Background: an optimization exercise with open tools, aiming at small area, a short achievable clock period and few clock cycles per item. Do not read the settings as production practice.
At most, simulation tests tie the RTL to the original design; equivalence was not proved.
The RTL of runs 1 and 3 was laid out without a check of its function.
Power is estimated from default activity; no workload was simulated.

`flow/design.v`:
```
module pfx_add #(parameter N = 8, parameter KIND = 1) (
    input  wire [N-1:0] x,
    input  wire [N-1:0] y,
    input  wire         ci,
    output wire [N-1:0] s,
    output wire         co
);
    function integer lg2(input integer n);
        integer k;
        begin
            lg2 = 0;
            for (k = 1; k < n; k = k * 2)
                lg2 = lg2 + 1;
        end
    endfunction
    localparam LG = lg2(N);
    reg [N-1:0] g, p;
    integer l, i, j;
    always @(*) begin
        g = x & y;
        p = x ^ y;
        if (KIND == 0) begin
            for (i = 1; i < N; i = i + 1) begin
                g[i] = g[i] | p[i] & g[i-1];
                p[i] = p[i] & p[i-1];
            end
        end else if (KIND == 1) begin
            for (l = 0; l < LG; l = l + 1)
                for (i = 0; i < N; i = i + 1)
                    if (((i + 1) % (2 << l)) == 0) begin
                        j = i - (1 << l);
                        g[i] = g[i] | p[i] & g[j];
                        p[i] = p[i] & p[j];
                    end
            for (l = LG - 2; l >= 0; l = l - 1)
                for (i = 0; i < N; i = i + 1)
                    if (i >= (2 << l) && ((i + 1) % (2 << l)) == (1 << l)) begin
                        j = i - (1 << l);
                        g[i] = g[i] | p[i] & g[j];
                        p[i] = p[i] & p[j];
                    end
        end else begin
            for (l = 0; l < LG; l = l + 1)
                for (i = 0; i < N; i = i + 1)
                    if ((i >> l) & 1) begin
                        j = ((i >> l) << l) - 1;
                        g[i] = g[i] | p[i] & g[j];
                        p[i] = p[i] & p[j];
                    end
        end
    end
    wire [N:0] c = {g | p & {N{ci}}, ci};
    assign s  = x ^ y ^ c[N-1:0];
    assign co = c[N];
endmodule
module pfx_inc #(parameter N = 8) (
    input  wire [N-1:0] x,
    input  wire         ci,
    output wire [N-1:0] s,
    output wire         co
);
    function integer lg2(input integer n);
        integer k;
        begin
            lg2 = 0;
            for (k = 1; k < n; k = k * 2)
                lg2 = lg2 + 1;
        end
    endfunction
    localparam LG = lg2(N);
    reg [N-1:0] p;
    integer l, i;
    always @(*) begin
        p = x;
        for (l = 0; l < LG; l = l + 1)
            for (i = N - 1; i >= 0; i = i - 1)
                if ((i >> l) & 1)
                    p[i] = p[i] & p[((i >> l) << l) - 1];
    end
    wire [N:0] c = {p & {N{ci}}, ci};
    assign s  = x ^ c[N-1:0];
    assign co = c[N];
endmodule
module lzc64 (
    input  wire [63:0] v,
    output wire [5:0]  n,
    output wire        z
);
    reg [7*64-1:0]   zz;
    reg [7*64*6-1:0] cc;
    integer k, i;
    always @(*) begin
        zz = 0;
        cc = 0;
        for (i = 0; i < 64; i = i + 1)
            zz[i] = ~v[i];
        for (k = 1; k <= 6; k = k + 1)
            for (i = 0; i < (64 >> k); i = i + 1) begin
                zz[k*64+i] = zz[(k-1)*64+2*i+1] & zz[(k-1)*64+2*i];
                if (zz[(k-1)*64+2*i+1])
                    cc[(k*64+i)*6 +: 6] = cc[((k-1)*64+2*i)*6 +: 6] | (6'd1 << (k - 1));
                else
                    cc[(k*64+i)*6 +: 6] = cc[((k-1)*64+2*i+1)*6 +: 6];
            end
    end
    assign n = cc[(6*64)*6 +: 6];
    assign z = zz[6*64];
endmodule
module w40_s1 #(parameter CK = 1) (
    input  wire        is_int,
    input  wire [63:0] a,
    input  wire [63:0] b,
    output wire [30:0] m_a,      
    output wire [30:0] m_b,      
    output wire        x34,      
    output wire        y34,
    output wire        gt2,      
    output wire [31:0] hs,       
    output wire [6:0]  hcy       
);
    wire        sa = a[39];
    wire        sb = b[39];
    wire [8:0]  ea = a[38:30];
    wire [8:0]  eb = b[38:30];
    wire [29:0] fa = a[29:0];
    wire [29:0] fb = b[29:0];
    wire a_max = &ea;
    wire b_max = &eb;
    wire a_fz  = ~|fa;
    wire b_fz  = ~|fb;
    wire a_nan = a_max & ~a_fz;
    wire b_nan = b_max & ~b_fz;
    wire a_inf = a_max & a_fz;
    wire b_inf = b_max & b_fz;
    wire sp    = a_max | b_max;
    wire nan   = a_nan | b_nan | (a_inf & b_inf & (sa ^ sb));
    wire of_op = a_inf | b_inf;
    wire a_ez = ~|ea;
    wire b_ez = ~|eb;
    wire [8:0] xa = {ea[8:1], ea[0] | a_ez};
    wire [8:0] xb = {eb[8:1], eb[0] | b_ez};
    wire gt2_c, gt1, ge0;
    pfx_add #(.N(13), .KIND(CK)) u_c2 (
        .x(a[38:26]), .y(~b[38:26]), .ci(1'b0), .s(), .co(gt2_c));
    pfx_add #(.N(13), .KIND(CK)) u_c1 (
        .x(a[25:13]), .y(~b[25:13]), .ci(1'b0), .s(), .co(gt1));
    pfx_add #(.N(13), .KIND(CK)) u_c0 (
        .x(a[12:0]), .y(~b[12:0]), .ci(1'b1), .s(), .co(ge0));
    wire eq2 = &(a[38:26] ~^ b[38:26]);
    wire eq1 = &(a[25:13] ~^ b[25:13]);
    wire eq0 = &(a[12:0] ~^ b[12:0]);
    wire eq  = eq2 & eq1 & eq0;
    wire sub = sa ^ sb;
    assign gt2 = ~is_int & gt2_c;
    wire z   = eq & (sub | a_ez & a_fz);
    wire sgn_a = (b_inf & ~a_inf) ? sb : sa & (sb | ~z);
    wire sgn_b = a_inf ? sa : sb & (sa | ~z);
    wire [5:0] eab, eba, ea1, eb1;
    pfx_add #(.N(6), .KIND(2)) u_eab (.x(ea[5:0]), .y(~eb[5:0]), .ci(1'b1), .s(eab), .co());
    pfx_add #(.N(6), .KIND(2)) u_eba (.x(eb[5:0]), .y(~ea[5:0]), .ci(1'b1), .s(eba), .co());
    pfx_add #(.N(6), .KIND(2)) u_ea1 (.x(ea[5:0]), .y(6'h3F), .ci(1'b0), .s(ea1), .co());
    pfx_add #(.N(6), .KIND(2)) u_eb1 (.x(eb[5:0]), .y(6'h3F), .ci(1'b0), .s(eb1), .co());
    wire [5:0] dab = a_ez ? 6'd0 : b_ez ? ea1 : eab;
    wire [5:0] dba = b_ez ? 6'd0 : a_ez ? eb1 : eba;
    wire       bab = ({1'b0, xa[8:6]} >= {1'b0, xb[8:6]} + 4'd2) |
                     (xa[8:6] == xb[8:6] + 3'd1) & (xa[5] | ~xb[5]);
    wire       bba = ({1'b0, xb[8:6]} >= {1'b0, xa[8:6]} + 4'd2) |
                     (xb[8:6] == xa[8:6] + 3'd1) & (xb[5] | ~xa[5]);
    assign m_a = {is_int ? a[30] : ~a_ez, fa};
    assign m_b = {is_int ? b[30] : ~b_ez, fb};
    assign x34 = is_int ? a[31] : nan;
    assign y34 = is_int ? b[31] : of_op;
    wire [31:0] hsum;
    wire [6:0]  hc;
    genvar q;
    generate
        for (q = 0; q < 8; q = q + 1) begin : g_hs
            wire [4:0] t = {1'b0, a[32+4*q +: 4]} + {1'b0, b[32+4*q +: 4]};
            assign hsum[4*q +: 4] = t[3:0];
            if (q < 7) begin : g_c
                assign hc[q] = t[4];
            end
        end
    endgenerate
    assign hs  = is_int ? hsum
                        : {xb[7:0], xa, bba, dba[5:0], sub, bab, dab[5:0]};
    assign hcy = is_int ? hc : {1'd0, ge0, eq1, gt1, eq2, sgn_b, sgn_a, xb[8]};
endmodule
module w40_s2 #(parameter AK = 1) (
    input  wire        is_int,
    input  wire [30:0] m_a,
    input  wire [30:0] m_b,
    input  wire        x34,
    input  wire        y34,
    input  wire        gt2,
    input  wire [31:0] hs,
    input  wire [6:0]  hcy,
    output wire [66:0] sum
);
    wire a_big = is_int | gt2 | hcy[3] & (hcy[4] | hcy[5] & hcy[6]);
    wire [5:0] d   = (a_big ? hs[5:0] : hs[13:8]) & {6{~is_int}};
    wire       big = (a_big ? hs[6] : hs[14]) & ~is_int;
    wire       sub = hs[7] & ~is_int;
    wire [8:0] xa  = hs[23:15];
    wire [8:0] xb  = {hcy[0], hs[31:24]};
    wire [8:0] x_l = a_big ? xa : xb;
    wire       sgn = a_big ? hcy[1] : hcy[2];
    wire       sp  = (&xa) | (&xb);
    wire [31:0] hi  = is_int ? hs : {11'd0, y34, x34, sp, sgn, x_l, sub, 7'd0};
    wire [6:0]  hc  = hcy & {7{is_int}};
    wire        x34i = x34 & is_int;
    wire        y34i = y34 & is_int;
    wire [30:0] m_l = a_big ? m_a : m_b;
    wire [30:0] m_s = a_big ? m_b : m_a;
    reg  [30:0] lost;
    integer j;
    always @(*)
        for (j = 0; j < 31; j = j + 1)
            lost[j] = big | (d >= j + 3);
    wire        sticky = |(m_s & lost);
    wire [33:0] shr    = big ? 34'd0 : ({m_s, 3'b000} >> d);
    wire [33:0] s_al   = {shr[33:1], sticky};
    wire c35;
    pfx_add #(.N(35), .KIND(AK)) u_add (
        .x({x34i, m_l, 3'b000}), .y({y34i, s_al ^ {34{sub}}}), .ci(sub),
        .s(sum[34:0]), .co(c35));
    reg  [6:0] gc, pc;
    integer k;
    always @(*) begin
        gc[0] = hc[0];
        pc[0] = &hi[3:0];
        for (k = 1; k < 7; k = k + 1) begin
            gc[k] = hc[k] | (&hi[4*k +: 4]) & gc[k-1];
            pc[k] = (&hi[4*k +: 4]) & pc[k-1];
        end
    end
    wire [7:0] ci = {gc | pc & {7{c35}}, c35};
    genvar q;
    generate
        for (q = 0; q < 8; q = q + 1) begin : g_inc
            assign sum[35+4*q +: 4] = hi[4*q +: 4] + {3'd0, ci[q]};
        end
    endgenerate
endmodule
module w40_s3 (
    input  wire        is_int,
    input  wire [66:0] sum,
    output wire [63:0] out_sum,
    output wire [1:0]  out_flags
);
    wire        sub   = sum[42];
    wire [8:0]  x_l   = sum[51:43];
    wire        sgn   = sum[52];
    wire        sp    = sum[53];
    wire        nan   = sum[54];
    wire        of_op = sum[55];
    wire [34:0] raw   = {sum[34] ^ sub, sum[33:0]};
    wire [7:0] xh, xo;
    genvar k;
    generate
        for (k = 0; k < 8; k = k + 1) begin : g_dec
            assign xh[k] = (x_l[5:3] == k);
            assign xo[k] = (x_l[2:0] == k);
        end
    endgenerate
    wire       x_lo = ~|x_l[8:6];
    reg [34:0] stop;
    integer j;
    always @(*)
        for (j = 0; j < 35; j = j + 1)
            stop[j] = x_lo & xh[(34 - j) >> 3] & xo[(34 - j) & 7];
    wire [5:0]  s;
    lzc64 u_lzc (.v({raw | stop, 1'b1, 28'd0}), .n(s), .z());
    wire [34:0] t5 = s[5] ? {raw[2:0], 32'd0} : raw;
    wire [34:0] t4 = s[4] ? {t5[18:0], 16'd0} : t5;
    wire [34:0] t3 = s[3] ? {t4[26:0], 8'd0}  : t4;
    wire [34:0] t2 = s[2] ? {t3[30:0], 4'd0}  : t3;
    wire [34:0] t1 = s[1] ? {t2[32:0], 2'd0}  : t2;
    wire [34:0] sh = s[0] ? {t1[33:0], 1'd0}  : t1;
    wire [9:0]  e_n  = {1'b0, x_l} + 10'd1 - {4'd0, s};
    wire [9:0]  e_n1 = {1'b0, x_l} + 10'd2 - {4'd0, s};
    wire [30:0] mant   = sh[34:4];
    wire        rnd_up = sh[3] & (|sh[2:0] | mant[0]);
    wire [30:0] mant_r;
    wire        c_r;
    pfx_inc #(.N(31)) u_rnd (.x(mant), .ci(rnd_up), .s(mant_r), .co(c_r));
    wire        c_r_q  = rnd_up & (&mant);
    wire        hid    = mant[30] | rnd_up & (&mant[29:0]);
    wire [9:0]  e_f    = c_r_q ? e_n1 : e_n;
    wire        ovf     = c_r_q ? (e_n1[9] | (&e_n1[8:0])) : (e_n[9] | (&e_n[8:0]));
    wire [8:0]  e_field = hid ? e_f[8:0] : 9'd0;
    wire        inf_like = sp | ovf;
    wire [39:0] f = inf_like ? {sgn & ~nan, 9'h1FF, nan, 29'd0}
                             : {sgn, e_field, mant_r[29:0]};
    assign out_sum   = is_int ? sum[66:3] : {24'd0, f};
    assign out_flags = is_int ? 2'b00 : {nan, of_op | (~sp & ovf)};
endmodule
module red_combine (
    input  wire        clk,
    input  wire        rst,
    input  wire        in_valid,
    input  wire        in_int,
    input  wire [63:0] in_a,
    input  wire [63:0] in_b,
    output reg         out_valid,
    output reg  [63:0] out_sum,
    output reg  [1:0]  out_flags
);
    wire [30:0] m_a, m_b;
    wire        x34, y34, gt2;
    wire [6:0]  hcy;
    wire [31:0] hs;
    w40_s1 u_s1 (
        .is_int(in_int), .a(in_a), .b(in_b), .m_a(m_a), .m_b(m_b),
        .x34(x34), .y34(y34), .gt2(gt2), .hs(hs), .hcy(hcy)
    );
    reg        v1, int1, x34_1, y34_1, gt2_1;
    reg [6:0]  hcy1;
    reg [30:0] m_a1, m_b1;
    reg [31:0] hs1;
    always @(posedge clk) begin
        if (rst) v1 <= 1'b0;
        else     v1 <= in_valid;
        int1   <= in_int;
        m_a1   <= m_a;
        m_b1   <= m_b;
        x34_1  <= x34;
        y34_1  <= y34;
        gt2_1 <= gt2;
        hs1    <= hs;
        hcy1   <= hcy;
    end
    wire [66:0] sum;
    w40_s2 u_s2 (
        .is_int(int1), .m_a(m_a1), .m_b(m_b1), .x34(x34_1), .y34(y34_1),
        .gt2(gt2_1), .hs(hs1), .hcy(hcy1), .sum(sum)
    );
    reg        v2, int2;
    reg [66:0] sum2;
    always @(posedge clk) begin
        if (rst) v2 <= 1'b0;
        else     v2 <= v1;
        int2 <= int1;
        sum2 <= sum;
    end
    wire [63:0] res;
    wire [1:0]  flg;
    w40_s3 u_s3 (.is_int(int2), .sum(sum2), .out_sum(res), .out_flags(flg));
    always @(posedge clk) begin
        if (rst) out_valid <= 1'b0;
        else     out_valid <= v2;
        out_sum   <= res;
        out_flags <= flg;
    end
endmodule
```
`flow/flow/run.sh`:
```
#!/bin/bash
# The standard layout (standard.sh: ORFS synthesis through finish), with
# three changes:
#  - synthesis leaves adders to ABC: ADDER_MAP_FILE is empty, so Yosys does
#    not extract half and full adder cells before ABC maps the logic.  The
#    synthesis script, the registers and everything else are unchanged;
#  - the input and output ports get sky130_fd_sc_hd__buf_2 port buffers in
#    place of the cell buffer_ports picks by default;
#  - ORFS's timing repair (after floorplan, CTS and global routing) aims for
#    a setup slack of MARGIN ns, not 0: the constraints and clock period stay
#    the design's, the repair only works harder.
# make's full output goes to std_flow.log here; ORFS keeps each step's log
# under orfs/logs.
set -euo pipefail
MARGIN=13
bash standard.sh "ADDER_MAP_FILE=" "SETUP_SLACK_MARGIN=$MARGIN" \
    "BUFFER_PORTS_ARGS=-buffer_cell sky130_fd_sc_hd__buf_2" finish > std_flow.log 2>&1
```
`flow/standard.sh`:
```
#!/bin/bash
# synth_recipe.tcl (not shown) runs the flow's synth.tcl, then flattens the netlist and writes it again
# the make line also repeats each setting of config.mk as NAME=value (left out here)
make -C /OpenROAD-flow-scripts/flow DESIGN_CONFIG=/design/flow/config.mk WORK_HOME=/design/flow/orfs CLKGATE_MAP_FILE= SYNTH_SCRIPT=/design/flow/synth_recipe.tcl "${@:-finish}"
```
`flow/config.mk`:
```
export PLATFORM = sky130hd
export DESIGN_NAME = red_combine
export DESIGN_NICKNAME = red_combine
export VERILOG_FILES = /design/flow/design.v
export SDC_FILE = /design/flow/constraint.sdc
export NUM_CORES = 4
export LEC_CHECK = 0
export ABC_AREA = 1
export CAP_MARGIN = 20
export CORE_MARGIN = 2
export CORE_UTILIZATION = 40
export SLEW_MARGIN = 20
```
`flow/constraint.sdc`:
```
create_clock -name core_clock -period 18.0 [get_ports {clk}]
set_input_delay 3.6000 -clock core_clock [delete_from_list [all_inputs] [get_ports {clk}]]
set_output_delay 3.6000 -clock core_clock [all_outputs]
set_load 0.01 [all_outputs]
```
==> reports/metrics.csv, run 1 <==
stage;metric;value;unit
synthesis;count leader, synth;nand2_1;
setup_path;reg2reg path depth;30;
setup_path;cell repeated most along the worst path;inv_1;
synthesis;syn nets;3443;
timing;Slew Viols, Final;0;
place;hpwl dp;52.2;mm
route;1st-pass router iterations;6;
route;vias per cell;5.24;
setup_path;CP startpoint;in_b[34];
synthesis;Yosys top cell area share;0.252;
timing;RSZ-0062 raised after global routing;true;
place;pre-CTS WS;11.60;ns
route;post-route antenna net violation count;0;
setup_path;worst reg2reg endpoint;out_sum[36];
job;Max Cap Viol;0;
setup_path;Slowest cell on crit path;nor3_2;
global_route;global route overflow;0;
global_route;first-pass GRT wire length;104;mm
cts;clock latency (worst-skew pair);0.57;ns
timing;Slew @ Worst Pin;0.777;ns
place;Final GP Congestion;1.00;
timing;post-layout minimum cycle time;5.02;ns
setup_path;RR Startpoint;sum2[45];
synthesis;Synth Cell Area;0.0192;mm^2
cts;clk sinks;242;
final_layout;Layout Nets;3623;
setup_path;Critical Path Fanout Max;5;
setup_path;crit-path max cell delay;0.24;ns
floorplanning;FP Rows;80;
floorplanning;full die area;0.0498;mm^2
route;total number of vias;21600;
cts;CTS clk-pin slew, worst paths;0.07;ns
timing;fmax;199;MHz
final_layout;ant diodes;0;
place;DP Area;0.0206;mm^2
cts;CTS Buf Count;27;
global_route;initial antenna violation count;0;
setup_path;Cell Chain, Critical Path;buf_2, inv_1, nand2_1, inv_1, nor2_4, inv_1, nor3_2, nand3b_1, nor3_1, nand2_1, a21oi_1, o32ai_1;
floorplanning;width of the die;223;um
synthesis;top area cells in the synthesized netlist;dfxtp_1 (25%), nand2_1 (22%), nand3_1 (12%), inv_1 (7.2%), nor2_1 (5.0%);
synthesis;Ys Warns;8;
synthesis;syn avg cell area;5.80;um^2
setup_path;Worst Setup Path Type;in2reg;
worst_hold_path;worst hold path type;reg2reg;
synthesis;asr flop ratio synth;0;
synthesis;Distinct cells, synth;64;
floorplanning;I/O pins;199;
synthesis;post-synthesis cell count;3311;
power;leakage;11.7;nW
cts;Max Root-Sink Buffers;3;
timing;TNS Setup;0;ns
timing;Tcrit/Tclk final;0.279;
synthesis;Seq/Total Area, Yosys;0.252;
timing;Rel. slew slack;0.482;
route;Total Routed Length;67.2;mm
timing;Final setup viols;0;
floorplanning;Die Y;223;um
route;initial DRC count;1714;
timing;Clock Skews;0.0142;ns
route;WL/cell;16.3;um
global_route;total track usage;0.259;
setup_path;CP Capture Type;register;
outcome;status;complete, no violations;
cts;CTS root buf;clkbuf_16;
synthesis;Post-synth EDFFs;0;
cts;Max H-tree Level;1;
synthesis;most frequent cells after synthesis;nand2_1 (1,116), nand3_1 (450), inv_1 (370);
final_layout;Fillers;5178;
synthesis;Seq cells post-synth;242;
floorplanning;core area;0.0475;mm^2
setup_path;Crit path arrival time;5.44;ns
worst_hold_path;hold path depth;2;
final_layout;post-route cell area;0.0225;mm^2
setup_path;crit start category;primary input;
worst_hold_path;min-delay src;v1;
power;power density cells;136;mW/mm^2
setup_path;CP required;18.41;ns
global_route;pin count of the biggest net entering global routing;60;
timing;Final Hold Fails;0;
global_route;number of global-route vias before repair;19300;
final_layout;share of cells above drive strength 1;0.150;
synthesis;cell taking the most area after synthesis;dfxtp_1;
place;I/O Buffers;198;
route;DR DRC count;0;
power;peak supply drop;0.0000723;V
timing;final worst setup slack;12.98;ns
setup_path;reg-to-reg slack, setup;13.36;ns
floorplanning;starting density of the core;0.404;
cts;post-cts hold buffer count;0;
synthesis;ys flop type;dfxtp_1;
cts;CTS tree;built;
final_layout;P&R area growth vs syn;17.1;%
worst_hold_path;worst hold endpoint;v2;
## cells in the final DEF, fill, tap and decap left out, types with 8 or more instances in the layout
cell type and n:
nand3b_1 14, nand2_4 12, clkbuf_16 27, xnor2_1 18, o21ai_2 23, nand4_1 57, nor2_1 227, o21ai_0 129
nand3_1 449, nand2_1 1102, a31oi_1 8, buf_2 194, buf_4 44, nor2_4 31, o21ai_1 73, o31ai_1 10
nor3_1 26, nor4_1 20, o211ai_1 11, nor2_2 23, dfxtp_1 232, a21oi_1 88, nand2_2 24, or2_2 15
inv_2 36, inv_1 355, o22ai_1 17, clkinvlp_4 9, xor2_1 80
## how the worst max path moves through the flow
stage,to,slack [ns],depth (start not counted)
2_1_floorplan,hs1[13],12.87,12
3_3_place_gp,sum2[66],11.64,30
3_5_place_dp,sum2[66],11.60,30
4_1_cts,hs1[13],13.01,12
5_1_grt,hcy1[1],12.94,14
6_report,hcy1[2],12.98,12
## critical path, delay by kind of cell
family	cells	cell delay (ns)
compound gates	2	0.29
buf+inv	4	0.53
simple gates	6	1.00
## through the flow
| step | util | total power [mW] | hold WS (ns) | instances |
|---|---|---|---|---|
| 2_1_floorplan | - | 2.00 | 0.388 | 3311 |
| 3_3_place_gp | 0.433 | 2.40 | 0.390 | 4028 |
| 3_5_place_dp | 0.433 | 2.40 | 0.395 | 4028 |
| 4_1_cts | 0.461 | 3.01 | 0.404 | 4103 |
| 5_1_grt | 0.473 | 3.32 | 0.435 | 4126 |
| 6_report | 0.473 | 3.06 | 0.404 | 4126 |
## report_power, final
part           total [mW]  switching, mW  internal, mW
Clock               0.573          0.239         0.335
Sequential          0.765          0.107         0.659
Combinational        1.72           1.15         0.572
Total                3.06           1.50          1.57
## per-layer routing
metal  GRT usage  share of wire
met5           0              0
met2       0.434           0.45
met4      0.0786          0.035
met3      0.0241          0.062
met1       0.353           0.45
## what timing repair did
item	CTS	global route
gates resized for setup	48	101
cloned	5	4
pin swaps	9	24
setup endpoints to repair	117	116
setup buffers	21	19
## flip-flops by register name, summed over array words and instances, names as in the netlist
signal     count
v1             1
int1           1
y34_1          1
hs1           32
m_b1          31
hcy1           7
int2           1
gt2_1          1
m_a1          31
x34_1          1
v2             1
out_flags      2
out_sum       64
out_valid      1
sum2          67
## area by class of cell
| class | count | area (um^2) | area share |
|---|---|---|---|
| Multi-Input combinational cell | 2562 | 12800 | 0.570 |
| Sequential cell | 242 | 4860 | 0.216 |
| Inverter | 405 | 1570 | 0.0700 |
| Timing Repair Buffer | 252 | 1520 | 0.0675 |
| Tap cell | 615 | 769 | 0.0342 |
| Clock buffer | 31 | 721 | 0.0321 |
| Clock inverter | 18 | 213 | 0.00947 |
| Timing Repair inverter | 1 | 7.51 | 0.000334 |
## cell families (layout without fill, tap and decap cells)
| kind of cell | after synthesis | count (layout) | share of synthesized area |
|---|---|---|---|
| compound gates | 418 | 418 | 0.127 |
| simple gates | 2033 | 2041 | 0.463 |
| mux | 2 | 2 | 0.00104 |
| fa+ha+maj | 1 | 1 | 0.000521 |
| buf+inv | 515 | 707 | 0.109 |
| xor+xnor | 100 | 100 | 0.0471 |
| flops | 242 | 242 | 0.252 |
==> run 2, diff against run 1 <==
--- a/flow/design.v
+++ b/flow/design.v
@@ -326,7 +326,7 @@
         m_b1   <= m_b;
         x34_1  <= x34;
         y34_1  <= y34;
-        gt2_1 <= gt2;
+        gt2_1  <= gt2;
         hs1    <= hs;
         hcy1   <= hcy;
     end
==> reports/metrics.csv, run 2 <==
stage;metric;value;unit;change
outcome;status;complete, no violations;;
final_layout;biggest regs;sum2: 67 flops, out_sum: 64 flops, hs1: 32 flops;;
global_route;initial antenna violation count;0;;unchanged
final_layout;share of cells above drive strength 1;0.150;;unchanged
cts;clock latency (worst-skew pair);0.57;ns;about the same
floorplanning;core area;0.0475;mm^2;unchanged
floorplanning;starting density of the core;0.404;;unchanged
timing;Final Hold Fails;0;;unchanged
synthesis;most frequent cells after synthesis;nand2_1 (1,116), nand3_1 (450), inv_1 (370);;
synthesis;count leader, synth;nand2_1;;
setup_path;CP required;18.41;ns;about the same
timing;Slew @ Worst Pin;0.777;ns;unchanged
place;DP Area;0.0206;mm^2;unchanged
setup_path;Crit path arrival time;5.44;ns;about the same
route;initial DRC count;1714;;unchanged
job;Max Cap Viol;0;;unchanged
worst_hold_path;worst hold path type;reg2reg;;
place;pre-CTS WS;11.60;ns;unchanged
global_route;global route overflow;0;;unchanged
final_layout;ant diodes;0;;unchanged
final_layout;register name with the most flops;sum2;;
setup_path;cell repeated most along the worst path;inv_1;;
cts;CTS tree;built;;
final_layout;Fillers;5178;;unchanged
global_route;GR Util met1;0.353;;unchanged
route;vias per cell;5.24;;unchanged
route;WL/cell;16.3;um;unchanged
power;clock share of power;0.187;;about the same
timing;worst hold margin;0.404;ns;unchanged
route;post-route antenna net violation count;0;;unchanged
global_route;pin count of the biggest net entering global routing;60;;unchanged
final_layout;area of the multi-input gates;0.0128;mm^2;unchanged
synthesis;top area cells in the synthesized netlist;dfxtp_1 (25%), nand2_1 (22%), nand3_1 (12%), inv_1 (7.2%), nor2_1 (5.0%);;
timing;Tcrit/Tclk final;0.279;;unchanged
timing;final worst setup slack;12.98;ns;unchanged
floorplanning;full die area;0.0498;mm^2;unchanged
global_route;total track usage;0.259;;unchanged
synthesis;Distinct cells, synth;64;;unchanged
synthesis;Seq/Total Area, Yosys;0.252;;unchanged
synthesis;Yosys top cell area share;0.252;;unchanged
cts;CTS clk-pin slew, worst paths;0.07;ns;about the same
final_layout;Layout Nets;3623;;unchanged
floorplanning;width of the die;223;um;unchanged
setup_path;Cell Chain, Critical Path;buf_2, inv_1, nand2_1, inv_1, nor2_4, inv_1, nor3_2, nand3b_1, nor3_1, nand2_1, a21oi_1, o32ai_1;;
timing;Clock Skews;0.0142;ns;unchanged
global_route;number of global-route vias before repair;19300;;unchanged
synthesis;post-synthesis cell count;3311;;unchanged
power;Pint;1.57;mW;unchanged
floorplanning;I/O pins;199;;unchanged
setup_path;CP Capture Type;register;;
synthesis;Seq cells post-synth;242;;unchanged
route;Total Routed Length;67.2;mm;unchanged
cts;CTS Buf Count;27;;unchanged
power;Sequential Power Share;0.250;;about the same
timing;Slew Viols, Final;0;;unchanged
final_layout;post-route cell area;0.0225;mm^2;unchanged
global_route;GRT busiest layer;met2;;
timing;RSZ-0062 raised after global routing;true;;
timing;post-layout minimum cycle time;5.02;ns;unchanged
final_layout;Sequential Area;0.00486;mm^2;unchanged
global_route;first-pass GRT wire length;104;mm;unchanged
synthesis;Synth Cell Area;0.0192;mm^2;unchanged
timing;TNS Setup;0;ns;unchanged
final_layout;highest-count cells in the layout ignoring fill and taps;nand2_1 (1,102), nand3_1 (449), inv_1 (355), dfxtp_1 (232), nor2_1 (227);;
synthesis;Post-synth EDFFs;0;;unchanged
final_layout;max reg flops;67;;unchanged
cts;post-cts hold buffer count;0;;unchanged
power;sw power;1.50;mW;unchanged
global_route;grt met2 use;0.434;;unchanged
synthesis;ys flop type;dfxtp_1;;
synthesis;syn nets;3443;;unchanged
cts;Max Root-Sink Buffers;3;;unchanged
place;I/O Buffers;198;;unchanged
final_layout;P&R area growth vs syn;17.1;%;unchanged
setup_path;crit-path max cell delay;0.24;ns;about the same
synthesis;syn avg cell area;5.80;um^2;unchanged
power;power density cells;136;mW/mm^2;unchanged
route;1st-pass router iterations;6;;unchanged
synthesis;Ys Warns;8;;unchanged
cts;CTS root buf;clkbuf_16;;
timing;Rel. slew slack;0.482;;unchanged
setup_path;number of buffers and inverters on the critical path;4;;unchanged
floorplanning;Die Y;223;um;unchanged
setup_path;crit start category;primary input;;
place;hpwl dp;52.2;mm;unchanged
synthesis;asr flop ratio synth;0;;unchanged
power;logic gate share of total power;0.563;;about the same
synthesis;cell taking the most area after synthesis;dfxtp_1;;
place;Final GP Congestion;1.00;;unchanged
setup_path;Critical Path Fanout Max;5;;unchanged
floorplanning;FP Rows;80;;unchanged
route;DR DRC count;0;;unchanged
power;peak supply drop;0.0000723;V;unchanged
route;total number of vias;21600;;unchanged
power;leakage;11.7;nW;unchanged
power;switch share;0.489;;unchanged
final_layout;Post-Route Utilization;0.473;;unchanged
cts;Max H-tree Level;1;;unchanged
timing;fmax;199;MHz;unchanged
setup_path;Worst Setup Path Type;in2reg;;
setup_path;Slowest cell on crit path;nor3_2;;
cts;clk sinks;242;;unchanged
setup_path;Worst path top cell family by delay;simple AND/OR/NAND/NOR gates;;
global_route;met3 Track Usage GR;0.0241;;unchanged
final_layout;most common cell after layout, fill and taps aside;nand2_1;;
timing;Final setup viols;0;;unchanged
-- run 2: cells by family after synthesis --
family	Yosys count	share of synthesized area
AND/OR/NAND/NOR	2033	0.463
buffers and inverters	515	0.109
AO/OA/AOI/OAI	418	0.127
flip-flops	242	0.252
XOR/XNOR	100	0.0471
multiplexers	2	0.00104
adder cells (fa/ha/maj)	1	0.000521
-- run 2: power groups by stage --
stage	clock network, mW	registers, mW	logic (mW)
CTS	0.588	0.761	1.66
floorplan	0	0.741	1.26
finish	0.573	0.765	1.72
detailed placement	0	0.772	1.63
global route	0.607	0.774	1.94
global placement	0	0.774	1.63
-- run 2: layout make-up --
type,count,share of cell area
Multi-Input combinational cell,2562,0.570
Sequential cell,242,0.216
Inverter,405,0.0700
Timing Repair Buffer,252,0.0675
Tap cell,615,0.0342
Clock buffer,31,0.0321
Clock inverter,18,0.00947
Timing Repair inverter,1,0.000334
-- run 2: path summary, 6_finish.rpt --
check	cells after the start	startpoint	end	slack, ns
min reg2reg	2	v1	v2	0.40
max reg2reg	30	sum2[45]	out_sum[36]	13.36
max	12	in_b[34]	hcy1[2]	12.98
min	2	v1	v2	0.40
-- run 2: routing by layer --
metal,vias up,routed length [um]
met3,124,4160
met4,0,2330
met2,736,30500
met5,-,0
li1,11100,-
met1,9651,30300
-- run 2: repair_timing --
action	4_1_cts	5_1_grt
gates resized for setup	48	101
buffers inserted	21	19
gates cloned	5	4
setup endpoints to repair	117	116
pin swaps	9	24
-- run 2: through the flow --
stage	std cells	total power, mW
after global placement	4028	2.40
after CTS	4103	3.01
final	4126	3.06
after detailed placement	4028	2.40
after floorplan	3311	2.00
after global routing	4126	3.32
-- run 2: tightest hold or removal path, stage by stage (launching register included) --
cell     delay (ns)
dfxtp_1        0.30
inv_1          0.04
nor2_1         0.03
Testbench counts of run 2, summed over its fixed seeds: cycles 24,024, items 24,000.
==> run 3, diff against run 2 <==
--- a/flow/design.v
+++ b/flow/design.v
@@ -326,7 +326,7 @@
         m_b1   <= m_b;
         x34_1  <= x34;
         y34_1  <= y34;
-        gt2_1  <= gt2;
+        gt2_1 <= gt2;
         hs1    <= hs;
         hcy1   <= hcy;
     end
--- a/flow/config.mk
+++ b/flow/config.mk
@@ -9,4 +9,5 @@
 export CAP_MARGIN = 20
 export CORE_MARGIN = 2
 export CORE_UTILIZATION = 40
+export CTS_BUF_LIST = sky130_fd_sc_hd__clkbuf_4 sky130_fd_sc_hd__clkbuf_8
 export SLEW_MARGIN = 20
==> reports/metrics.csv, run 3 <==
stage;metric;value;unit;change
outcome;status;complete, no violations;;
worst_hold_path;worst hold path type;reg2reg;;
worst_hold_path;worst hold endpoint;v2;;
final_layout;Sequential Area;0.00486;mm^2;unchanged
setup_path;Crit path arrival time;5.43;ns;about the same
final_layout;post-route cell area;0.0224;mm^2;-0.25%
final_layout;Layout Nets;3642;;+0.52%
place;I/O Buffers;198;;unchanged
setup_path;CP required;18.49;ns;+0.08 ns
cts;CTS root buf;clkbuf_8;;
route;total number of vias;21700;;+0.42%
place;DP Area;0.0206;mm^2;unchanged
timing;RSZ-0062 raised after global routing;false;;
job;Max Cap Viol;0;;unchanged
final_layout;area of the multi-input gates;0.0128;mm^2;-0.14%
final_layout;max reg flops;67;;unchanged
route;DR DRC count;0;;unchanged
setup_path;RR Startpoint;sum2[45];;
timing;Final setup viols;0;;unchanged
synthesis;ys flop type;dfxtp_1;;
setup_path;Critical Path Fanout Max;6;;+1
global_route;pin count of the biggest net entering global routing;60;;unchanged
synthesis;Seq/Total Area, Yosys;0.252;;unchanged
synthesis;Seq cells post-synth;242;;unchanged
synthesis;cell taking the most area after synthesis;dfxtp_1;;
synthesis;Post-synth EDFFs;0;;unchanged
timing;Clock Skews;0.0330;ns;+0.0188 ns
route;vias per cell;5.22;;-0.31%
global_route;number of global-route vias before repair;19500;;+1.0%
route;initial DRC count;1834;;+7.0%
final_layout;fin cells;4156;;+0.73%
synthesis;Yosys top cell area share;0.252;;unchanged
final_layout;ant diodes;0;;unchanged
synthesis;syn avg cell area;5.80;um^2;unchanged
timing;post-layout minimum cycle time;4.94;ns;-0.0842 ns
final_layout;register name with the most flops;sum2;;
synthesis;syn nets;3443;;unchanged
final_layout;biggest regs;sum2: 67 flops, out_sum: 64 flops, hs1: 32 flops;;
route;post-route antenna net violation count;0;;unchanged
final_layout;share of cells above drive strength 1;0.156;;+0.00579
cts;post-cts hold buffer count;0;;unchanged
synthesis;multiplexer share of the synthesized area;0.00104;;unchanged
cts;CTS Buf Count;42;;+56%
global_route;total track usage;0.263;;+0.00355
setup_path;crit start category;primary input;;
timing;Slew @ Worst Pin;0.797;ns;+0.0199 ns
route;1st-pass router iterations;7;;+1
place;Final GP Congestion;1.00;;unchanged
synthesis;Compound-Gate Fraction of Synth Area;0.127;;unchanged
timing;fmax;202;MHz;+1.7%
cts;CTS clk-pin slew, worst paths;0.07;ns;about the same
power;power density cells;134;mW/mm^2;-1.4%
synthesis;Distinct cells, synth;64;;unchanged
cts;clock latency (worst-skew pair);0.63;ns;+0.06 ns
timing;TNS Setup;0;ns;unchanged
timing;Tcrit/Tclk final;0.274;;-0.00468
synthesis;Synth Cell Area;0.0192;mm^2;unchanged
setup_path;CP Capture Type;register;;
synthesis;Ys Warns;8;;unchanged
cts;Max Root-Sink Buffers;3;;unchanged
final_layout;Fillers;5177;;-0.019%
timing;worst hold margin;0.404;ns;+0.0000120 ns
global_route;global route overflow;0;;unchanged
setup_path;reg2reg path depth;26;;-13%
final_layout;Post-Route Utilization;0.471;;-0.00116
final_layout;P&R area growth vs syn;16.8;%;
floorplanning;width of the die;223;um;unchanged
global_route;initial antenna violation count;0;;unchanged
synthesis;combinational family with the most area after synthesis;simple AND/OR/NAND/NOR gates;;
floorplanning;FP Rows;80;;unchanged
worst_hold_path;hold path depth;2;;unchanged
cts;CTS tree;built;;
synthesis;count leader, synth;nand2_1;;
synthesis;asr flop ratio synth;0;;unchanged
power;peak supply drop;0.0000634;V;-12%
place;Cells after DPL;4028;;unchanged
route;WL/cell;16.2;um;-0.33%
timing;Rel. slew slack;0.468;;-0.0133
setup_path;reg-to-reg slack, setup;13.36;ns;about the same
cts;clk sinks;242;;unchanged
route;Total Routed Length;67.5;mm;+0.40%
final_layout;most common cell after layout, fill and taps aside;nand2_1;;
final_layout;highest-count cells in the layout ignoring fill and taps;nand2_1 (1,102), nand3_1 (448), inv_1 (357), dfxtp_1 (232), nor2_1 (229);;
synthesis;most frequent cells after synthesis;nand2_1 (1,116), nand3_1 (450), inv_1 (370);;
setup_path;worst reg2reg endpoint;out_sum[36];;
worst_hold_path;min-delay src;v1;;
floorplanning;starting density of the core;0.404;;unchanged
setup_path;Worst Setup Path Type;in2reg;;
synthesis;adder-cell share of the synthesized area;0.000521;;unchanged
floorplanning;I/O pins;199;;unchanged
timing;Final Hold Fails;0;;unchanged
floorplanning;Die Y;223;um;unchanged
synthesis;top area cells in the synthesized netlist;dfxtp_1 (25%), nand2_1 (22%), nand3_1 (12%), inv_1 (7.2%), nor2_1 (5.0%);;
floorplanning;core area;0.0475;mm^2;unchanged
global_route;first-pass GRT wire length;105;mm;+0.42%
timing;Slew Viols, Final;0;;unchanged
power;leakage;11.8;nW;+0.29%
synthesis;post-synthesis cell count;3311;;unchanged
synthesis;XOR/XNOR Fraction of Synth Area;0.0471;;unchanged
place;hpwl dp;52.2;mm;unchanged
synthesis;Synth Area in Simple Gates;0.463;;unchanged
cts;Max H-tree Level;2;;+1
floorplanning;full die area;0.0498;mm^2;unchanged
run 3: cell counts after synthesis:
No cell type changed its count.
run 3: power by group:
group | switching, mW | total (mW) | leakage, nW | internal (mW)
logic | 1.15 | 1.72 | 9.25 | 0.572
registers | 0.108 | 0.767 | 2.03 | 0.659
clock network | 0.231 | 0.519 | 0.471 | 0.287
run 3: final cells by class:
class | instances | area share
Sequential cell | 242 | 0.217
Timing Repair inverter | 1 | 0.000335
Clock buffer | 64 | 0.0359
Multi-Input combinational cell | 2562 | 0.571
Timing Repair Buffer | 256 | 0.0687
Tap cell | 615 | 0.0343
Inverter | 405 | 0.0702
Clock inverter | 11 | 0.00301
run 3: worst max-delay path by stage:
stage                     startpoint        to  cells after the start
final                       in_b[33]   hs1[13]                     12
after global routing        in_a[11]   hcy1[1]                     14
after CTS                   in_a[11]   hcy1[1]                     13
after detailed placement        int1  sum2[66]                     30
after global placement          int1  sum2[66]                     30
after floorplan             in_b[31]   hs1[13]                     12
run 3: critical path, cell delays in order:
cell and delay, ns:
buf_2 0.17, inv_1 0.11, nor2_4 0.15, inv_1 0.07
nand2_2 0.11, inv_2 0.08, a221oi_4 0.39, nand2_2 0.11
o21ai_1 0.17, or2_4 0.14, nand3_1 0.07, a32o_1 0.25
run 3: logic make-up after synthesis:
group,count (synthesis)
multiplexers,2
AO/OA/AOI/OAI,418
buffers and inverters,515
AND/OR/NAND/NOR,2033
XOR/XNOR,100
adder cells (fa/ha/maj),1
flip-flops,242
run 3: timing repair:
item,4_1_cts,5_1_grt
cloned,5,4
pin swaps,7,21
resized for setup,44,91
endpoints found under the setup margin,113,108
buffers inserted,23,21
run 3: stage by stage:
stage | total power [mW] | setup WS [ns]
3_5_place_dp | 2.40 | 11.60
2_1_floorplan | 2.00 | 12.87
5_1_grt | 3.27 | 12.96
3_3_place_gp | 2.40 | 11.64
4_1_cts | 2.96 | 13.03
6_report | 3.01 | 13.06
run 3: per-layer routing:
layer,track usage,share of wire,up-vias
met2,0.432,0.45,739
li1,-,-,11100
met3,0.0336,0.057,138
met4,0.0974,0.038,0
met1,0.352,0.45,9687
met5,0,0,-
==> run 4, diff against run 3 <==
--- a/flow/design.v
+++ b/flow/design.v
@@ -326,7 +326,7 @@
         m_b1   <= m_b;
         x34_1  <= x34;
         y34_1  <= y34;
-        gt2_1 <= gt2;
+        gt2_1  <= gt2;
         hs1    <= hs;
         hcy1   <= hcy;
     end
--- a/flow/flow/run.sh
+++ b/flow/flow/run.sh
@@ -12,6 +12,6 @@
 # make's full output goes to std_flow.log here; ORFS keeps each step's log
 # under orfs/logs.
 set -euo pipefail
-MARGIN=13
+MARGIN=12.75
 bash standard.sh "ADDER_MAP_FILE=" "SETUP_SLACK_MARGIN=$MARGIN" \
     "BUFFER_PORTS_ARGS=-buffer_cell sky130_fd_sc_hd__buf_2" finish > std_flow.log 2>&1
==> reports/metrics.csv, run 4 <==
stage;metric;value;unit;change
outcome;status;complete, no violations;;
global_route;first-pass GRT wire length;103;mm;-1.4%
final_layout;register name with the most flops;sum2;;
setup_path;cell repeated most along the worst path;nor2_1;;
cts;Max Root-Sink Buffers;3;;unchanged
floorplanning;FP Rows;80;;unchanged
cts;CTS Buf Count;42;;unchanged
synthesis;adder-cell share of the synthesized area;0.000521;;unchanged
place;Final GP Congestion;0.966;;-3.6%
setup_path;Critical Path Fanout Max;5;;-1
final_layout;Post-Route Utilization;0.462;;-0.00961
synthesis;most frequent cells after synthesis;nand2_1 (1,116), nand3_1 (450), inv_1 (370);;
setup_path;RR Startpoint;int1;;
setup_path;reg-to-reg slack, setup;13.13;ns;-0.23 ns
timing;Final setup viols;0;;unchanged
synthesis;post-synthesis cell count;3311;;unchanged
timing;TNS Setup;0;ns;unchanged
timing;post-layout minimum cycle time;5.12;ns;+0.182 ns
timing;RSZ-0062 raised after global routing;false;;
power;power density cells;136;mW/mm^2;+1.4%
worst_hold_path;hold path depth;2;;unchanged
final_layout;most common cell after layout, fill and taps aside;nand2_1;;
floorplanning;width of the die;223;um;unchanged
cts;CTS clk-pin slew, worst paths;0.07;ns;about the same
route;post-route antenna net violation count;0;;unchanged
route;initial DRC count;1572;;-14%
global_route;total track usage;0.258;;-0.00483
timing;Slew @ Worst Pin;0.819;ns;+0.0227 ns
floorplanning;Die Y;223;um;unchanged
setup_path;worst reg2reg endpoint;sum2[27];;
synthesis;syn avg cell area;5.80;um^2;unchanged
synthesis;Seq cells post-synth;242;;unchanged
power;overall power;2.99;mW;-0.67%
floorplanning;core area;0.0475;mm^2;unchanged
setup_path;CP required;18.46;ns;-0.03 ns
route;max layer used;met4;;
final_layout;Layout Nets;3624;;-0.49%
worst_hold_path;worst hold path type;reg2reg;;
timing;Final Hold Fails;0;;unchanged
synthesis;cell taking the most area after synthesis;dfxtp_1;;
final_layout;max reg flops;67;;unchanged
synthesis;Synth Area in Simple Gates;0.463;;unchanged
route;total number of vias;21500;;-0.97%
cts;CTS tree;built;;
synthesis;asr flop ratio synth;0;;unchanged
synthesis;combinational family with the most area after synthesis;simple AND/OR/NAND/NOR gates;;
place;hpwl dp;51.8;mm;-0.74%
setup_path;reg2reg path depth;31;;+19%
synthesis;Synth Cell Area;0.0192;mm^2;unchanged
final_layout;Fillers;5296;;+2.3%
place;DP Area;0.0205;mm^2;-0.41%
timing;fmax;195;MHz;-3.5%
floorplanning;I/O pins;199;;unchanged
setup_path;Cell Chain, Critical Path;buf_2, inv_1, nor2_1, nor2_2, inv_1, nor2_1, nand2_1, nor2_1, nand3b_1, nor3_1, nand2_1, a21oi_1, o21ai_0;;
setup_path;crit start category;primary input;;
cts;clk sinks;242;;unchanged
job;Max Cap Viol;0;;unchanged
synthesis;syn nets;3443;;unchanged
global_route;initial antenna violation count;0;;unchanged
place;I/O Buffers;198;;unchanged
setup_path;Slowest cell on crit path;nor2_2;;
route;DR DRC count;0;;unchanged
synthesis;Yosys top cell area share;0.252;;unchanged
synthesis;ys flop type;dfxtp_1;;
synthesis;Distinct cells, synth;64;;unchanged
final_layout;Sequential Area;0.00486;mm^2;-0.13%
synthesis;top area cells in the synthesized netlist;dfxtp_1 (25%), nand2_1 (22%), nand3_1 (12%), inv_1 (7.2%), nor2_1 (5.0%);;
route;WL/cell;16.0;um;-1.2%
setup_path;Worst Setup Path Type;in2reg;;
final_layout;share of cells above drive strength 1;0.139;;-0.0177
final_layout;P&R area growth vs syn;14.4;%;
synthesis;Seq/Total Area, Yosys;0.252;;unchanged
synthesis;count leader, synth;nand2_1;;
synthesis;multiplexer share of the synthesized area;0.00104;;unchanged
final_layout;post-route cell area;0.0220;mm^2;-2.0%
global_route;pin count of the biggest net entering global routing;60;;unchanged
route;post-route met1 wirelength;30.3;mm;-1.1%
worst_hold_path;worst hold endpoint;out_valid;;
setup_path;CP Capture Type;register;;
floorplanning;full die area;0.0498;mm^2;unchanged
route;vias per cell;5.19;;-0.57%
worst_hold_path;min-delay src;v2;;
global_route;number of global-route vias before repair;19200;;-1.6%
timing;worst hold margin;0.393;ns;-0.0112 ns
route;met2 WL;30.1;mm;-1.1%
floorplanning;starting density of the core;0.404;;unchanged
final_layout;highest-count cells in the layout ignoring fill and taps;nand2_1 (1,112), nand3_1 (450), inv_1 (365), nor2_1 (246), dfxtp_1 (235);;
timing;Slew Viols, Final;0;;unchanged
synthesis;Compound-Gate Fraction of Synth Area;0.127;;unchanged
global_route;global route overflow;0;;unchanged
final_layout;biggest regs;sum2: 67 flops, out_sum: 64 flops, hs1: 32 flops;;
timing;Rel. slew slack;0.448;;-0.0204
timing;Clock Skews;0.0501;ns;+0.0171 ns
synthesis;XOR/XNOR Fraction of Synth Area;0.0471;;unchanged
cts;clock latency (worst-skew pair);0.64;ns;about the same
setup_path;Crit path arrival time;5.59;ns;+0.16 ns
cts;Max H-tree Level;2;;unchanged
cts;CTS root buf;clkbuf_8;;
power;peak supply drop;0.0000697;V;+9.9%
power;leakage;11.6;nW;-1.1%
timing;Tcrit/Tclk final;0.285;;+0.0101
route;met3 WL post-DR;3.74;mm;-2.4%
final_layout;area of the multi-input gates;0.0125;mm^2;-2.2%
route;Total Routed Length;66.4;mm;-1.6%
route;1st-pass router iterations;6;;-1
synthesis;Ys Warns;8;;unchanged
setup_path;crit-path max cell delay;0.25;ns;-0.14 ns
synthesis;Post-synth EDFFs;0;;unchanged
run 4: cell types whose count changed in the layout (fill, tap and decap cells not counted), moves of 4 or more:
cell      delta
nor2_1      +17
nand2_2      -6
nor2_4      -14
buf_4       -13
o21ai_0      +5
nand2_1     +10
inv_2        -5
o21ai_1      -5
nand2_4      -4
inv_1        +8
clkbuf_4     -7
buf_12       -5
run 4: cell families after synthesis:
group | count (synthesis)
compound gates | 418
xor+xnor | 100
fa+ha+maj | 1
flops | 242
mux | 2
simple gates | 2033
buf+inv | 515
run 4: final cells by class:
cell class,instances,share of cell area
clock buffers,58,0.0346
clock inverters,17,0.00610
multi-input cells,2559,0.570
repair buffers,241,0.0621
inverters,405,0.0707
flip-flops and latches,242,0.221
well taps,615,0.0350
repair inverters,1,0.000342
diodes,1,0.000114
run 4: report_power, final:
group          internal (mW)  leakage, nW  switching (mW)
logic                  0.555         9.12            1.13
clock network          0.292        0.466           0.243
registers              0.658         2.03           0.107
total                   1.51         11.6            1.48
run 4: worst max path at each step:
stage	slack, ns	from	end	cells after the start
global placement	11.65	int1	sum2[65]	30
floorplan	12.77	in_a[31]	hs1[13]	12
detailed placement	11.57	int1	sum2[27]	29
finish	12.88	in_b[32]	hcy1[1]	13
global route	12.69	in_b[32]	hcy1[1]	13
CTS	12.81	hcy1[5]	sum2[66]	35
run 4: metal layers:
| layer | vias to the layer above | GRT usage |
|---|---|---|
| li1 | 11100 | - |
| met1 | 9556 | 0.351 |
| met3 | 123 | 0.0279 |
| met4 | 0 | 0.0922 |
| met5 | - | 0 |
| met2 | 705 | 0.422 |
run 4: critical path: cells and delay by family:
family / cells / cell delay [ns]
AO/OA/AOI/OAI: 2 / 0.29
buffers and inverters: 3 / 0.37
AND/OR/NAND/NOR: 8 / 1.33
run 4: through the flow:
step | std cells | worst slack (ns)
after floorplan | 3311 | 12.77
after global placement | 4029 | 11.65
after detailed placement | 4029 | 11.57
after CTS | 4112 | 12.81
after global routing | 4138 | 12.69
final | 4139 | 12.88
run 4: repair_timing:
| action | 4_1_cts | 5_1_grt |
|---|---|---|
| setup endpoints to repair | 107 | 110 |
| resized for setup | 18 | 59 |
| setup buffers | 4 | 24 |
| gates cloned | 4 | 2 |
| pin swaps | 4 | 6 |
| hold buffers | 0 | 0 |
Testbench counts of run 4, summed over its fixed seeds: cycles 24,024, items 24,000.
==> run 5, diff against run 4 <==
--- a/flow/flow/run.sh
+++ b/flow/flow/run.sh
@@ -12,6 +12,6 @@
 # make's full output goes to std_flow.log here; ORFS keeps each step's log
 # under orfs/logs.
 set -euo pipefail
-MARGIN=12.75
+MARGIN=13.25
 bash standard.sh "ADDER_MAP_FILE=" "SETUP_SLACK_MARGIN=$MARGIN" \
     "BUFFER_PORTS_ARGS=-buffer_cell sky130_fd_sc_hd__buf_2" finish > std_flow.log 2>&1
==> reports/metrics.csv, run 5 <==
stage;metric;value;unit;change
outcome;status;complete, no violations;;
setup_path;worst reg2reg endpoint;sum2[13];;
synthesis;asr flop ratio synth;0;;unchanged
cts;clk sinks;242;;unchanged
final_layout;area of the multi-input gates;0.0133;mm^2;+6.0%
final_layout;register name with the most flops;sum2;;
final_layout;highest-count cells in the layout ignoring fill and taps;nand2_1 (1,087), nand3_1 (430), inv_1 (339), dfxtp_1 (230), nor2_1 (203);;
synthesis;top area cells in the synthesized netlist;dfxtp_1 (25%), nand2_1 (22%), nand3_1 (12%), inv_1 (7.2%), nor2_1 (5.0%);;
global_route;initial antenna violation count;0;;unchanged
setup_path;reg-to-reg slack, setup;13.47;ns;+0.34 ns
setup_path;Cell Chain, Critical Path;buf_2, inv_1, nor2_2, nor2_4, nand2_1, nor3_4, nand3b_1, nor3_2, nand2_1, a21oi_2, o32ai_2;;
global_route;pin count of the biggest net entering global routing;60;;unchanged
setup_path;reg2reg path depth;23;;-26%
synthesis;Post-synth EDFFs;0;;unchanged
global_route;number of global-route vias before repair;19600;;+2.0%
setup_path;CP required;18.46;ns;about the same
power;switch share;0.493;;-0.00334
floorplanning;FP Rows;80;;unchanged
timing;Final Hold Fails;0;;unchanged
place;Final GP Congestion;1.03;;+6.5%
final_layout;Fillers;5003;;-5.5%
power;logic gate share of total power;0.584;;+0.019
synthesis;most frequent cells after synthesis;nand2_1 (1,116), nand3_1 (450), inv_1 (370);;
timing;post-layout minimum cycle time;4.78;ns;-0.346 ns
power;clock share of power;0.167;;-0.012
final_layout;Sequential Area;0.00487;mm^2;+0.18%
setup_path;RR Startpoint;int1;;
route;vias per cell;5.24;;+1.0%
synthesis;Yosys top cell area share;0.252;;unchanged
power;leakage;12.2;nW;+5.2%
floorplanning;Die Y;223;um;unchanged
synthesis;Distinct cells, synth;64;;unchanged
global_route;global route overflow;0;;unchanged
global_route;first-pass GRT wire length;104;mm;+1.3%
synthesis;cell taking the most area after synthesis;dfxtp_1;;
route;initial DRC count;1839;;+17%
final_layout;biggest regs;sum2: 67 flops, out_sum: 64 flops, hs1: 32 flops;;
synthesis;Seq cells post-synth;242;;unchanged
cts;CTS tree;built;;
setup_path;crit-path max cell delay;0.21;ns;-0.04 ns
timing;Rel. slew slack;0.392;;-0.0560
final_layout;P&R area growth vs syn;23.3;%;
cts;Max H-tree Level;2;;unchanged
final_layout;max reg flops;67;;unchanged
floorplanning;full die area;0.0498;mm^2;unchanged
setup_path;crit start category;primary input;;
setup_path;Slowest cell on crit path;nor3_4;;
setup_path;Crit path arrival time;5.23;ns;-0.36 ns
power;overall power;3.10;mW;+3.7%
timing;TNS Setup;0;ns;unchanged
timing;Tcrit/Tclk final;0.265;;-0.0192
route;DR DRC count;0;;unchanged
worst_hold_path;hold path depth;2;;unchanged
cts;CTS Buf Count;40;;-4.8%
floorplanning;starting density of the core;0.404;;unchanged
place;I/O Buffers;198;;unchanged
synthesis;syn avg cell area;5.80;um^2;unchanged
synthesis;syn nets;3443;;unchanged
final_layout;share of cells above drive strength 1;0.196;;+0.0574
synthesis;count leader, synth;nand2_1;;
floorplanning;I/O pins;199;;unchanged
timing;Clock Skews;0.0286;ns;-0.0215 ns
global_route;total track usage;0.262;;+0.00454
route;WL/cell;16.6;um;+3.3%
power;peak supply drop;0.0000710;V;+1.8%
route;total number of vias;22000;;+2.6%
final_layout;post-route cell area;0.0237;mm^2;+7.7%
floorplanning;core area;0.0475;mm^2;unchanged
setup_path;Worst Setup Path Type;in2reg;;
floorplanning;width of the die;223;um;unchanged
cts;post-cts hold buffer count;0;;unchanged
worst_hold_path;worst hold path type;reg2reg;;
worst_hold_path;worst hold endpoint;out_sum[60];;
route;post-route antenna net violation count;0;;unchanged
job;Max Cap Viol;0;;unchanged
cts;clock latency (worst-skew pair);0.61;ns;-0.03 ns
power;Pint;1.57;mW;+4.4%
setup_path;Critical Path Fanout Max;10;;+5
cts;CTS root buf;clkbuf_8;;
synthesis;post-synthesis cell count;3311;;unchanged
power;Sequential Power Share;0.248;;-0.008
synthesis;Seq/Total Area, Yosys;0.252;;unchanged
timing;Slew Viols, Final;0;;unchanged
timing;fmax;209;MHz;+7.2%
place;hpwl dp;52.5;mm;+1.2%
synthesis;Synth Cell Area;0.0192;mm^2;unchanged
power;sw power;1.53;mW;+3.0%
power;power density cells;131;mW/mm^2;-3.7%
route;Total Routed Length;69.7;mm;+4.9%
setup_path;CP startpoint;in_a[37];;
setup_path;CP Capture Type;register;;
route;1st-pass router iterations;6;;unchanged
setup_path;cell repeated most along the worst path;nand2_1;;
synthesis;ys flop type;dfxtp_1;;
timing;Final setup viols;0;;unchanged
timing;Slew @ Worst Pin;0.902;ns;+0.0830 ns
cts;Max Root-Sink Buffers;3;;unchanged
final_layout;most common cell after layout, fill and taps aside;nand2_1;;
place;DP Area;0.0206;mm^2;+0.67%
worst_hold_path;min-delay src;sum2[63];;
final_layout;Layout Nets;3695;;+2.0%
synthesis;Ys Warns;8;;unchanged
timing;RSZ-0062 raised after global routing;true;;
cts;CTS clk-pin slew, worst paths;0.06;ns;about the same
## run 5: cell counts after synthesis
No cell type changed its count.
## run 5: cell type report
cell class / count / area share
antenna: 1 / 0.000106
sequential: 242 / 0.206
multi-input combinational: 2561 / 0.561
clock buffer: 58 / 0.0319
tap: 615 / 0.0325
clock inverter: 9 / 0.00455
inverter: 405 / 0.0694
timing repair buffer: 312 / 0.0949
timing repair inverter: 1 / 0.000317
## run 5: through the flow
stage          setup slack [ns]  hold slack (ns)   util  cells
3_3_place_gp              11.98            0.390  0.434   4028
4_1_cts                   13.16            0.396  0.466   4130
6_report                  13.22            0.398  0.498   4204
2_1_floorplan             12.88            0.388      -   3311
5_1_grt                   13.13            0.423  0.498   4203
3_5_place_dp              11.87            0.397  0.434   4028
## run 5: how the worst max path moves through the flow
stage	endpoint	slack [ns]	depth (start not counted)
2_1_floorplan	hs1[13]	12.88	12
3_3_place_gp	sum2[65]	11.98	34
3_5_place_dp	sum2[27]	11.87	30
4_1_cts	hcy1[6]	13.16	13
5_1_grt	hcy1[6]	13.13	12
6_report	hcy1[2]	13.22	11
## run 5: worst max-delay path, delay by kind of cell
family | cells | cell delay [ns]
simple gates | 7 | 1.08
buf+inv | 2 | 0.28
compound gates | 2 | 0.28
## run 5: cells by family after synthesis
| group | synth area share |
|---|---|
| AO/OA/AOI/OAI | 0.127 |
| XOR/XNOR | 0.0471 |
| adder cells (fa/ha/maj) | 0.000521 |
| buffers and inverters | 0.109 |
| flip-flops | 0.252 |
| multiplexers | 0.00104 |
| AND/OR/NAND/NOR | 0.463 |
## run 5: routing by layer
layer | wire length (um) | part of all wire | GRT usage
met1 | 30600 | 0.44 | 0.355
met2 | 31500 | 0.45 | 0.422
met3 | 4800 | 0.069 | 0.0309
met4 | 2800 | 0.040 | 0.112
met5 | 0 | 0 | 0
## run 5: what timing repair did
action,in CTS,in global routing
pin swaps,24,71
resized for setup,99,220
endpoints found under the setup margin,126,124
cloned,5,11
buffers inserted,30,62
## run 5: power groups by stage
stage / Sequential (mW) / Combinational [mW] / Clock [mW]
after floorplan: 0.741 / 1.26 / 0
after global placement: 0.775 / 1.64 / 0
after detailed placement: 0.773 / 1.63 / 0
after CTS: 0.763 / 1.68 / 0.534
after global routing: 0.777 / 2.03 / 0.554
final: 0.770 / 1.81 / 0.519
==> run 6, diff against run 5 <==
--- a/flow/flow/run.sh
+++ b/flow/flow/run.sh
@@ -12,6 +12,6 @@
 # make's full output goes to std_flow.log here; ORFS keeps each step's log
 # under orfs/logs.
 set -euo pipefail
-MARGIN=13.25
+MARGIN=13
 bash standard.sh "ADDER_MAP_FILE=" "SETUP_SLACK_MARGIN=$MARGIN" \
     "BUFFER_PORTS_ARGS=-buffer_cell sky130_fd_sc_hd__buf_2" finish > std_flow.log 2>&1
==> reports/metrics.csv, run 6 <==
stage;metric;value;unit;change
power;Sequential Power Share;0.255;;+0.007
setup_path;CP Capture Type;register;;
route;1st-pass router iterations;7;;+1
floorplanning;FP Rows;80;;unchanged
route;DR DRC count;0;;unchanged
timing;Slew Viols, Final;0;;unchanged
floorplanning;width of the die;223;um;unchanged
global_route;pin count of the biggest net entering global routing;60;;unchanged
global_route;first-pass GRT wire length;105;mm;+0.13%
synthesis;Compound-Gate Fraction of Synth Area;0.127;;unchanged
final_layout;share of cells above drive strength 1;0.156;;-0.0398
synthesis;XOR/XNOR Fraction of Synth Area;0.0471;;unchanged
setup_path;CP required;18.49;ns;+0.03 ns
timing;post-layout minimum cycle time;4.94;ns;+0.164 ns
synthesis;most frequent cells after synthesis;nand2_1 (1,116), nand3_1 (450), inv_1 (370);;
setup_path;Worst Setup Path Type;in2reg;;
global_route;number of global-route vias before repair;19500;;-0.41%
place;pre-CTS WS;11.60;ns;-0.270 ns
final_layout;most common cell after layout, fill and taps aside;nand2_1;;
power;peak supply drop;0.0000634;V;-11%
place;Final GP Congestion;1.00;;-2.6%
final_layout;register name with the most flops;sum2;;
power;switch share;0.496;;+0.00267
synthesis;Yosys top cell area share;0.252;;unchanged
final_layout;post-route cell area;0.0224;mm^2;-5.3%
global_route;initial antenna violation count;0;;unchanged
timing;Final Hold Fails;0;;unchanged
timing;Rel. slew slack;0.468;;+0.0763
route;Total Routed Length;67.5;mm;-3.1%
synthesis;cell taking the most area after synthesis;dfxtp_1;;
synthesis;Seq cells post-synth;242;;unchanged
timing;TNS Setup;0;ns;unchanged
power;Pint;1.52;mW;-3.5%
place;DP Area;0.0206;mm^2;-0.25%
setup_path;Critical Path Fanout Max;6;;-4
final_layout;biggest regs;sum2: 67 flops, out_sum: 64 flops, hs1: 32 flops;;
synthesis;count leader, synth;nand2_1;;
synthesis;post-synthesis cell count;3311;;unchanged
synthesis;multiplexer share of the synthesized area;0.00104;;unchanged
final_layout;ant diodes;0;;-1
final_layout;Layout Nets;3642;;-1.4%
final_layout;fin cells;4156;;-1.1%
place;Cells after DPL;4028;;unchanged
timing;final worst setup slack;13.06;ns;-0.164 ns
power;clock share of power;0.172;;+0.005
timing;Slew @ Worst Pin;0.797;ns;-0.106 ns
synthesis;Ys Warns;8;;unchanged
global_route;global route overflow;0;;unchanged
outcome;status;complete, no violations;;
route;vias per cell;5.22;;-0.43%
worst_hold_path;worst hold path type;reg2reg;;
synthesis;combinational family with the most area after synthesis;simple AND/OR/NAND/NOR gates;;
synthesis;ys flop type;dfxtp_1;;
floorplanning;full die area;0.0498;mm^2;unchanged
final_layout;max reg flops;67;;unchanged
cts;Max Root-Sink Buffers;3;;unchanged
synthesis;syn nets;3443;;unchanged
job;Max Cap Viol;0;;unchanged
power;power density cells;134;mW/mm^2;+2.4%
cts;CTS clk-pin slew, worst paths;0.07;ns;about the same
cts;clk sinks;242;;unchanged
synthesis;adder-cell share of the synthesized area;0.000521;;unchanged
global_route;total track usage;0.263;;+0.000296
final_layout;highest-count cells in the layout ignoring fill and taps;nand2_1 (1,102), nand3_1 (448), inv_1 (357), dfxtp_1 (232), nor2_1 (229);;
timing;Final setup viols;0;;unchanged
synthesis;Synth Area in Simple Gates;0.463;;unchanged
synthesis;Post-synth EDFFs;0;;unchanged
power;leakage;11.8;nW;-3.8%
floorplanning;Die Y;223;um;unchanged
floorplanning;I/O pins;199;;unchanged
setup_path;crit start category;primary input;;
place;I/O Buffers;198;;unchanged
place;hpwl dp;52.2;mm;-0.49%
floorplanning;starting density of the core;0.404;;unchanged
setup_path;Crit path arrival time;5.43;ns;+0.20 ns
synthesis;syn avg cell area;5.80;um^2;unchanged
power;logic gate share of total power;0.573;;-0.011
synthesis;asr flop ratio synth;0;;unchanged
timing;fmax;202;MHz;-3.3%
floorplanning;core area;0.0475;mm^2;unchanged
timing;Clock Skews;0.0330;ns;+0.00442 ns
cts;CTS root buf;clkbuf_8;;
route;post-route antenna net violation count;0;;unchanged
power;sw power;1.49;mW;-2.4%
synthesis;Seq/Total Area, Yosys;0.252;;unchanged
route;initial DRC count;1834;;-0.27%
route;WL/cell;16.2;um;-2.0%
timing;RSZ-0062 raised after global routing;false;;
timing;Tcrit/Tclk final;0.274;;+0.00912
cts;CTS tree;built;;
final_layout;P&R area growth vs syn;16.8;%;
cts;clock latency (worst-skew pair);0.63;ns;+0.02 ns
cts;CTS Buf Count;42;;+5.0%
synthesis;Distinct cells, synth;64;;unchanged
synthesis;Synth Cell Area;0.0192;mm^2;unchanged
route;total number of vias;21700;;-1.6%
cts;post-cts hold buffer count;0;;unchanged
cts;Max H-tree Level;2;;unchanged
synthesis;top area cells in the synthesized netlist;dfxtp_1 (25%), nand2_1 (22%), nand3_1 (12%), inv_1 (7.2%), nor2_1 (5.0%);;
==> run 6: through the flow <==
stage                     power, mW  hold slack [ns]  utilization
after floorplan                2.00            0.388            -
after global placement         2.40            0.390        0.433
after detailed placement       2.40            0.395        0.433
after CTS                      2.96            0.404        0.460
after global routing           3.27            0.428        0.471
final                          3.01            0.404        0.471
==> run 6: metal layers <==
metal / share of wire / track usage / wire [um]
met2: 0.45 / 0.432 / 30400
met5: 0 / 0 / 0
met3: 0.057 / 0.0336 / 3830
met1: 0.45 / 0.352 / 30700
met4: 0.038 / 0.0974 / 2570
==> run 6: cell type report <==
class	instances	area, um^2
clock buffers	64	806
clock inverters	11	67.6
fillers	5177	25100
inverters	405	1570
multi-input cells	2562	12800
flip-flops and latches	242	4860
well taps	615	769
repair buffers	256	1540
repair inverters	1	7.51
==> run 6: worst paths after layout <==
check                           startpoint           to  slack [ns]  cells after the start
worst min register to register          v1           v2        0.40                      2
worst max-delay path              in_b[33]      hs1[13]       13.06                     12
worst max register to register    sum2[45]  out_sum[36]       13.36                     26
worst min-delay path                    v1           v2        0.40                      2
==> run 6: repair_timing <==
action / CTS / global route
setup buffers: 23 / 21
endpoints found under the setup margin: 113 / 108
gates cloned: 5 / 4
pin swaps: 7 / 21
resized for setup: 44 / 91
==> run 6: power by group through the flow <==
stage	logic (mW)	registers (mW)	clock network (mW)
after floorplan	1.26	0.741	0
after global placement	1.63	0.774	0
after detailed placement	1.63	0.772	0
after CTS	1.66	0.761	0.537
after global routing	1.94	0.774	0.559
final	1.72	0.767	0.519
==> run 6: kinds of logic (layout without fill, tap and decap cells) <==
group	after synthesis	count (layout)
compound gates	418	418
xor+xnor	100	100
fa+ha+maj	1	1
buf+inv	515	737
flops	242	242
mux	2	2
simple gates	2033	2041
==> run 6: worst max-delay path: stages <==
cell,delay (ns)
buf_2,0.17
inv_1,0.11
nor2_4,0.15
inv_1,0.07
nand2_2,0.11
inv_2,0.08
a221oi_4,0.39
nand2_2,0.11
o21ai_1,0.17
or2_4,0.14
nand3_1,0.07
a32o_1,0.25

==> what the ideal ports hide <==
The flow's constraints put no driver on any port. The routed layouts listed below were extracted and timed again, unchanged, in two steps.
Step 1 assumes that a clkbuf_16 drives the clock port and a buf_2 every other input.
Step 2 times the ports against the registers' clock, not the clock port: input delays grow and output delays shrink by t, the midpoint of the rising clock arrivals with the driver on.
Slacks: ideal / step 1 / step 2; pairs: ideal / step 1.
| run | shift t [ns] | setup slack, ns | worst slew at a driven data input, ns |
|---|---|---|---|
| run 1 | 0.623 | 12.976 / 13.014 / 12.391 | 0.05 |
| run 2 | 0.623 | 12.976 / 13.014 / 12.391 | 0.05 |
| run 3 | 0.663 | 13.060 / 13.091 / 12.428 | 0.05 |
| run 4 | 0.672 | 12.878 / 12.913 / 12.241 | 0.05 |
| run 5 | 0.651 | 13.224 / 13.249 / 12.599 | 0.07 |
| run 6 | 0.663 | 13.060 / 13.091 / 12.428 | 0.05 |
After both steps every run listed still meets setup and hold. The setup slack of run 4, which loses most, moves by +0.035 ns with the drivers and by -0.637 ns with both steps.
